Background: an optimization exercise with open tools, aiming at small area, a short achievable clock period and few clock cycles per item. Do not read the settings as production practice.
Where RTL was checked, it was by simulation tests only, not by an equivalence proof against the original.

## build 75
// xts_lane
module xts_lane (
  input  wire         clk,
  input  wire         rst,
  input  wire         cmd_valid,
  output wire         cmd_ready,
  input  wire [255:0] cmd_key1,    
  input  wire [255:0] cmd_key2,    
  input  wire [127:0] cmd_tweak,   
  input  wire [7:0]   cmd_nblk,    
  input  wire         in_valid,
  output wire         in_ready,
  input  wire [127:0] in_data,
  output wire         out_valid,
  input  wire         out_ready,
  output wire [127:0] out_data
);
clock: 8.5 ns
lec_check: 0
abc_clock_period_in_ps: 4000
cap_margin: 20
core_margin: 2
core_utilization: 50
cts_cluster_diameter: 100
cts_cluster_size: 20
place_density: 0.65
setup_slack_margin: 4.5
slew_margin: 20
standard.sh (not shown) runs the stock make flow with config.mk's settings and CLKGATE_MAP_FILE= SYNTH_SCRIPT=/design/flow/synth_recipe.tcl, a recipe that flattens the netlist after the stock synthesis.
==> flow/flow/run.sh <==
#!/bin/bash
# The standard layout (standard.sh), with two changes to how it is made:
# small plain buffers on the ports instead of the delay buffers buffer_ports
# picks by itself, and antenna repair after detailed routing as well.
set -e
export BUFFER_PORTS_ARGS="-buffer_cell sky130_fd_sc_hd__buf_2"
export MAX_REPAIR_ANTENNAS_ITER_DRT=15
bash standard.sh > standard.log 2>&1
Testbench counts of build 75, summed over its fixed seeds: cycles 10,398, blocks 9,216.
## Diff of input files: build 73 against build 75
- a change of CORE_UTILIZATION from 50 to 55
- a change of SETUP_SLACK_MARGIN from 4.5 to 4.7
- a change of PLACE_DENSITY from 0.65 to 0.7
Notes after the runs:
Build 73 vs build 75 — clock tree buffer count of the final layout climbed slightly. Summary of build 73 over build 75: number of iterations in the first detailed-routing pass dropped 1; critical path depth shows a reduction of 10.
--- input diff build 73..build 2 ---
- PLACE_DENSITY changed from 0.7 to 0.75
- SETUP_SLACK_MARGIN changed from 4.7 to 4.8
- CORE_UTILIZATION changed from 55 to 60
Findings:
Per the final summary, build 2 finished and its layout is clean on timing, DRC and antenna. Routed wire length: build 73 and build 2 compared, lower one is build 2. DRC violation total after the first TritonRoute iteration for build 2 is higher than for build 73. Build 2 ended with less number of non-filler instances in the completed layout than build 73. Share of the clock period used by the worst path, build 73 and build 2, higher one = build 73. As far as count of inverters not on the clock network in the layout goes, build 73 and build 2 are indistinguishable; the numbers are identical. [diff] cell area after layout, build 2 relative to build 73: regression. Build 2 vs build 73 on number of antenna cells inserted: build 2 is the lower one.
diff inputs: build 2 => build 30
- changing CORE_UTILIZATION from 60 to 50
- setting TNS_END_PERCENT to 10 for the first time
- changing PLACE_DENSITY from 0.75 to 0.65
- changing SETUP_SLACK_MARGIN from 4.8 to 4.5
[summary]
Of build 2 and build 30, build 2 shows the lower length in cells of the worst reg-to-reg path, with build 30 above it. Build 2 reports its cell with the biggest individual delay on the critical path as sky130_fd_sc_hd__edfxtp_1 while build 30 reports sky130_fd_sc_hd__xnor2_2. In build 30 the worst setup slack turned out 0.60 ns lower than in build 2. The first element of the critical path comes out rnd[0].rb[64]$_DFFE_PN_ in one run and km[41]$_DFF_P_ in the other, namely in build 2 and build 30 respectively. Diff build 2 -> build 30 | half-perimeter wire length after placement | up by a few percent. Final setup skew came out higher on build 30 than on build 2.

## nickel
Another version of the RTL of xts_lane (not shown whole).
Size in the first run: roughly 9000 cells after synthesis, roughly 1300 flip-flops, ~910 I/O pins.
Design xts_lane, start of the top module:
module xts_lane (
  input  wire         clk,
  input  wire         rst,
  input  wire         cmd_valid,
  output wire         cmd_ready,
  input  wire [255:0] cmd_key1,    
  input  wire [255:0] cmd_key2,    
  input  wire [127:0] cmd_tweak,   
  input  wire [7:0]   cmd_nblk,    
  input  wire         in_valid,
  output wire         in_ready,
  input  wire [127:0] in_data,
  output wire         out_valid,
  input  wire         out_ready,
  output reg  [127:0] out_data
);
==> flow/config.mk <==
export PLATFORM = sky130hd
export DESIGN_NAME = xts_lane
export DESIGN_NICKNAME = xts_lane
export VERILOG_FILES = /design/flow/design.v
export SDC_FILE = /design/flow/constraint.sdc
export NUM_CORES = 8
export LEC_CHECK = 0
export ABC_CLOCK_PERIOD_IN_PS = 4000
export CAP_MARGIN = 20
export CORE_MARGIN = 2
export CORE_UTILIZATION = 40
export PLACE_DENSITY = 0.55
export SETUP_SLACK_MARGIN = 3.0
export SLEW_MARGIN = 20
==> flow/constraint.sdc <==
create_clock -name core_clock -period 8.5 [get_ports {clk}]
set_input_delay 1.7000 -clock core_clock [delete_from_list [all_inputs] [get_ports {clk}]]
set_output_delay 1.7000 -clock core_clock [all_outputs]
set_load 0.01 [all_outputs]
run.sh (not shown) runs the stock make flow with config.mk's settings and CLKGATE_MAP_FILE= SYNTH_SCRIPT=/design/flow/synth_recipe.tcl, a recipe that flattens the netlist after the stock synthesis.
Stock flow here: none of the scripts above is used.
Relative to nickel, the following input files were edited for ember:
Settings: changing ABC_CLOCK_PERIOD_IN_PS from 4000 to 3000; changing SETUP_SLACK_MARGIN from 3.0 to 5.0.
==> comparison <==
Status | nickel and ember | clean. Diff nickel -> ember | initial antenna violation count | increase of 10. ember vs. nickel: worst-path maximum fanout went down by 13. Of the two values seen for capturing element of the worst setup path, kc[97]$_DFFE_PP_ was produced by nickel and x[122]$_DFFE_PN_ by ember. Of the two values seen for launching element of the worst setup path, kc[100]$_DFFE_PP_ was produced by nickel and y[23]$_DFFE_PN_ by ember. For ember, the cell with the largest stage delay on the worst path was a222oi_1, unlike nickel, where it was edfxtp_1. On flip-flop and latch area, ember tracks nickel almost exactly. Post-synthesis async set-or-reset flop share: ember vs nickel identical.
No run of this note included a check of the RTL's function; only the layout flow was run.

## static timing again, ports no longer ideal
In the flow no input, the clock included, has a driving cell. The finished layouts below were timed again as built, in two steps.
Step 1, drivers: a clkbuf_16 drives clk and a buf_2 each remaining input, both assumed.
Step 2 also shifts input and output timing later by t, the mid clock arrival at the registers, as if the neighbouring blocks saw the same clock.
a / b / c = ideal / step 1 / step 2; a / b = the first two.
| run | t, ns | setup WS [ns] | slew at the worst register clock pin (ns) | worst data-port slew with drivers (ns) |
|---|---|---|---|---|
| build 75 | 1.379 | 4.351 / 4.272 / 3.751 | 0.10 / 0.10 | 0.33 |
| build 73 | 1.368 | 4.537 / 4.345 / 3.586 | 0.10 / 0.10 | 0.38 |
| build 2 | 1.317 | 4.631 / 4.514 / 3.693 | 0.10 / 0.10 | 0.34 |
| build 30 | 1.394 | 4.029 / 4.029 / 3.747 | 0.10 / 0.10 | 0.27 |
| nickel | 0.919 | 3.195 / 3.195 / 3.195 | 0.07 / 0.07 | 0.23 |
| ember | 0.953 | 4.399 / 4.399 / 4.228 | 0.07 / 0.07 | 0.26 |
After both steps setup and hold are still met in every run listed. For build 73, which loses most, drivers alone change the setup slack by -0.192 ns; drivers and shift together by -0.951 ns.
